This is an optimization exercise on Yosys and OpenROAD, whose aim is small area, not a production implementation.
Only simulation tests tie the RTL to the original design; equivalence was not proved.
No activity file was given, so power comes from the tool's default toggle rates.

## etcher
module etcher (
    input  wire         clk,
    input  wire         rst,
    output wire [10:0]  pc_o,
    input  wire [31:0]  instr_i,
    input  wire [9:0]   lo_i,
    input  wire [9:0]   hi_i,
    input  wire         errhalt_i,
    input  wire         start_i,
    input  wire [9:0]   start_addr_i,
    input  wire         stop_i,
    input  wire [62:0]  ev_i,
    input  wire [23:0]  st_i,
    input  wire [239:0] ch_v_i,
    input  wire [9:0]   ch_new_i,
    input  wire [9:0]   ch_warm_i,
    input  wire         acc_smp_i,
    output wire         bus_req_o,
    output wire [1:0]   bus_op_o,
    output wire [15:0]  bus_addr_o,
    output wire [2:0]   bus_mb_o,
    output wire [2:0]   bus_len_o,
    output wire [63:0]  bus_data_o,
    input  wire         bus_ack_i,
    input  wire         bus_err_i,
    input  wire [15:0]  bus_rdata_i,
    output reg          level_o,
    output reg          pulse_o,
    output reg          kick_o,
    output wire         kick_stop_o,
    output wire [2:0]   kick_etch_o,
    output wire [9:0]   kick_addr_o,
    output reg  [1:0]   state_o,
    output reg          pend_o,
  ...
Size: about 310 flip-flops, roughly 690 I/O pins, ~18000 um^2 of cells after synthesis.
==> flow/config.mk <==
export PLATFORM = sky130hd
export DESIGN_NAME = etcher
export DESIGN_NICKNAME = etcher
export VERILOG_FILES = /design/flow/design.v
export SDC_FILE = /design/flow/constraint.sdc
export NUM_CORES = 4
export LEC_CHECK = 0
export CAP_MARGIN = 20
export CORE_MARGIN = 2
export CORE_UTILIZATION = 40
export GPL_TIMING_DRIVEN = 0
export SLEW_MARGIN = 20
==> flow/constraint.sdc <==
create_clock -name core_clock -period 20.0 [get_ports {clk}]
set_input_delay 4.0000 -clock core_clock [delete_from_list [all_inputs] [get_ports {clk}]]
set_output_delay 4.0000 -clock core_clock [all_outputs]
set_load 0.01 [all_outputs]
standard.sh (not shown) runs the stock make flow with config.mk's settings and CLKGATE_MAP_FILE= SYNTH_SCRIPT=/design/flow/synth_recipe.tcl, a recipe that flattens the netlist after the stock synthesis.
==> flow/flow/run.sh <==
#!/bin/bash
# Own layout flow: the standard ORFS flow (standard.sh) with three changes:
#  - synthesis maps the logic with an area-oriented ABC script (flow/synth.tcl,
#    flow/area.abc); registers are untouched;
#  - every input and output port is buffered with sky130_fd_sc_hd__buf_1;
#  - CTS uses clkbuf_4 clock buffers, clusters of up to 8 sinks and no dummy loads.
# Each tool writes its full output to ORFS's logs under orfs/logs/; make's own
# output goes to flow_make.log in this folder.
set -euo pipefail
export OWN_ABC_SCRIPT="$PWD/flow/area.abc"
bash standard.sh \
  "SYNTH_SCRIPT=$PWD/flow/synth.tcl" \
  'BUFFER_PORTS_ARGS=-buffer_cell sky130_fd_sc_hd__buf_1' \
  'CTS_ARGS=-sink_clustering_enable -repair_clock_nets -dont_use_dummy_load -buf_list sky130_fd_sc_hd__clkbuf_4 -sink_clustering_size 8 -sink_clustering_max_diameter 60' \
  finish > flow_make.log 2>&1
==> flow/flow/area.abc <==
strash
balance
rewrite
refactor
balance
rewrite
rewrite -z
balance
refactor -z
rewrite -z
balance
dc2
dch -f
amap -m -F 3 -A 8
topo
==> flow/flow/synth.tcl <==
# The standard flow's synthesis script (synth_recipe.tcl) with one change: ABC maps the
# combinational logic with flow/area.abc (area-oriented) instead of ORFS's
# speed script. The registers come from dfflibmap before ABC runs, so their
# names, count and cell types are those of the standard synthesis.
proc synth {args} { yosys synth -nofsm -noshare {*}$args }
proc abc {args} {
  set i [lsearch -exact $args -script]
  if { $i >= 0 } {
    set args [lreplace $args [expr {$i + 1}] [expr {$i + 1}] $::env(OWN_ABC_SCRIPT)]
  }
  yosys abc {*}$args
}
source $::env(SCRIPTS_DIR)/synth.tcl
# left out here: clear keep_hierarchy, flatten, clean up, hide names made inside functions, write 1_2_yosys.v
Change:
Settings changed: GPL_TIMING_DRIVEN 0 to default, PLACE_DENSITY from default to 0.72.
The changed run completed without violations.
Utilization is lower by 0.26 points.
Register-to-register slack is worse by 0.18 ns.
Worst setup slack gets better by 0.86 ns.
Power is about the same.
Critical path depth increases by 2.
Change:
Settings changed: CORE_UTILIZATION 40 to 65, PLACE_DENSITY 0.72 to default.
The changed run never finished: it broke off in I/O pin placement; synthesized cell count stays the same; synthesized area stays the same.
Change:
Settings changed: CORE_UTILIZATION 65 to 40.
=>
- With this change the flow completed with no timing, DRC or antenna violations
- synthesized area stays the same
- synthesized cell count is unchanged

========
Another version of the RTL of etcher (not shown whole).
For scale: ~3000 cells after synthesis, about 310 flip-flops, about 22000 µm² of cells after synthesis.
==> flow/config.mk <==
export PLATFORM = sky130hd
export DESIGN_NAME = etcher
export DESIGN_NICKNAME = etcher
export VERILOG_FILES = /design/flow/design.v
export SDC_FILE = /design/flow/constraint.sdc
export NUM_CORES = 4
export LEC_CHECK = 0
export ABC_AREA = 1
export CAP_MARGIN = 20
export CORE_MARGIN = 2
export CORE_UTILIZATION = 40
export SLEW_MARGIN = 20
==> flow/constraint.sdc <==
create_clock -name core_clock -period 20.0 [get_ports {clk}]
set_input_delay 4.0000 -clock core_clock [delete_from_list [all_inputs] [get_ports {clk}]]
set_output_delay 4.0000 -clock core_clock [all_outputs]
set_load 0.01 [all_outputs]
run.sh (not shown) runs the stock make flow with config.mk's settings and CLKGATE_MAP_FILE= SYNTH_SCRIPT=/design/flow/synth_recipe.tcl, a recipe that flattens the netlist after the stock synthesis.
Stock flow here: none of the scripts above is used.
The baseline completed with no timing, DRC or antenna violations.
Then changed:
==> flow/flow/run.sh (new file) <==
#!/bin/bash
# Own layout flow: the standard ORFS flow (standard.sh) with three changes:
#  - synthesis maps the logic with an area-oriented ABC script (flow/synth.tcl,
#    flow/area.abc); registers are untouched;
#  - every input and output port is buffered with sky130_fd_sc_hd__buf_1;
#  - CTS uses no dummy loads.
# Each tool writes its full output to ORFS's logs under orfs/logs/; make's own
# output goes to flow_make.log in this folder.
set -euo pipefail
export OWN_ABC_SCRIPT="$PWD/flow/area.abc"
bash standard.sh \
  "SYNTH_SCRIPT=$PWD/flow/synth.tcl" \
  'BUFFER_PORTS_ARGS=-buffer_cell sky130_fd_sc_hd__buf_1' \
  'CTS_ARGS=-sink_clustering_enable -repair_clock_nets -dont_use_dummy_load -buf_list sky130_fd_sc_hd__clkbuf_4' \
  finish > flow_make.log 2>&1
==> flow/flow/area.abc (new file) <==
strash
balance
rewrite
refactor
balance
rewrite
rewrite -z
balance
refactor -z
rewrite -z
balance
dc2
dch -f
amap -m -F 3 -A 8
topo
==> flow/flow/synth.tcl (new file) <==
# The standard flow's synthesis script (synth_recipe.tcl) with one change: ABC maps the
# combinational logic with flow/area.abc (area-oriented) instead of ORFS's
# speed script. The registers come from dfflibmap before ABC runs, so their
# names, count and cell types are those of the standard synthesis.
proc synth {args} { yosys synth -nofsm -noshare {*}$args }
proc abc {args} {
  set i [lsearch -exact $args -script]
  if { $i >= 0 } {
    set args [lreplace $args [expr {$i + 1}] [expr {$i + 1}] $::env(OWN_ABC_SCRIPT)]
  }
  yosys abc {*}$args
}
source $::env(SCRIPTS_DIR)/synth.tcl
# left out here: clear keep_hierarchy, flatten, clean up, hide names made inside functions, write 1_2_yosys.v
==> flow/standard.sh (new file) <==
#!/bin/bash
# synth_recipe.tcl (not shown) runs the flow's synth.tcl, then flattens the netlist and writes it again
# the make line also repeats each setting of config.mk as NAME=value (left out here)
make -C /OpenROAD-flow-scripts/flow DESIGN_CONFIG=/design/flow/config.mk WORK_HOME=/design/flow/orfs CLKGATE_MAP_FILE= SYNTH_SCRIPT=/design/flow/synth_recipe.tcl "${@:-finish}"
Settings changed: ABC_AREA 1 to default.
removed: flow/run.sh
- The new run produced a clean layout
- utilization falls by 5.7 points
- count of clock-buffer cells in the layout rises by 43
- die area falls by roughly a tenth
- global-route usage rises by 1.2 points
- hold slack gets worse by 61 ps
- final area falls by about a fifth
- worst setup slack gets better by 680 ps
- combinational power falls by about a fifth
- total power falls by about a fifth
Then changed:
==> flow/flow/run.sh (replaced) <==
#!/bin/bash
# Own layout flow: the standard ORFS flow (standard.sh, unchanged synthesis),
# with every input and output port buffered by sky130_fd_sc_hd__buf_1 instead of
# the default port buffer cell. Each tool's full output goes to ORFS's own logs
# under orfs/logs; make's output goes to flow_make.log here.
set -euo pipefail
bash standard.sh 'BUFFER_PORTS_ARGS=-buffer_cell sky130_fd_sc_hd__buf_1' finish > flow_make.log 2>&1
removed: flow/flow/area.abc
removed: flow/flow/synth.tcl
Outcome: Fmax grows by 0.94%; design area grows by 12%; clock-buffer cell count shrinks by 28; synthesized cell count grows by 2.0%; synthesized area grows by 14%; die area grows by 14%.

==> port drivers added, routing unchanged <==
How much do the figures lean on ideal ports? The routed layouts below were timed once more, with nothing changed but the port constraints. Step 1: set_driving_cell puts a clkbuf_16 on clk and a buf_2 on each other input, an assumption about the parent block. Step 2 adds t to the input delays and takes it off the output delays; t is the mean of the earliest and latest rising clock arrival at the registers after step 1. Input paths then give back, and output paths get back, about the clock's delay inside the block. a / b / c = no drivers / after step 1 / after step 2; a / b = the first two.
run	t, ns	slack for setup (ns)	worst register clock-pin slew, ns	worst slew at a driven data input, ns
the first run of note 1	0.826	0.882 / 0.909 / 0.083	0.11 / 0.11	0.23
the second run of note 1	0.845	1.745 / 1.705 / 0.860	0.11 / 0.11	0.17
the fourth run of note 1	0.815	1.338 / 1.375 / 0.560	0.11 / 0.11	0.15
the first run of note 2	0.623	1.409 / 1.405 / 0.782	0.07 / 0.07	0.13
the second run of note 2	0.855	2.090 / 2.121 / 1.266	0.07 / 0.07	0.18
the third run of note 2	0.611	2.257 / 2.226 / 1.615	0.06 / 0.06	0.20
After both steps every run listed still meets setup and hold. The setup slack of the second run of note 1, which loses most, moves by -0.040 ns with the drivers and by -0.885 ns with both steps.
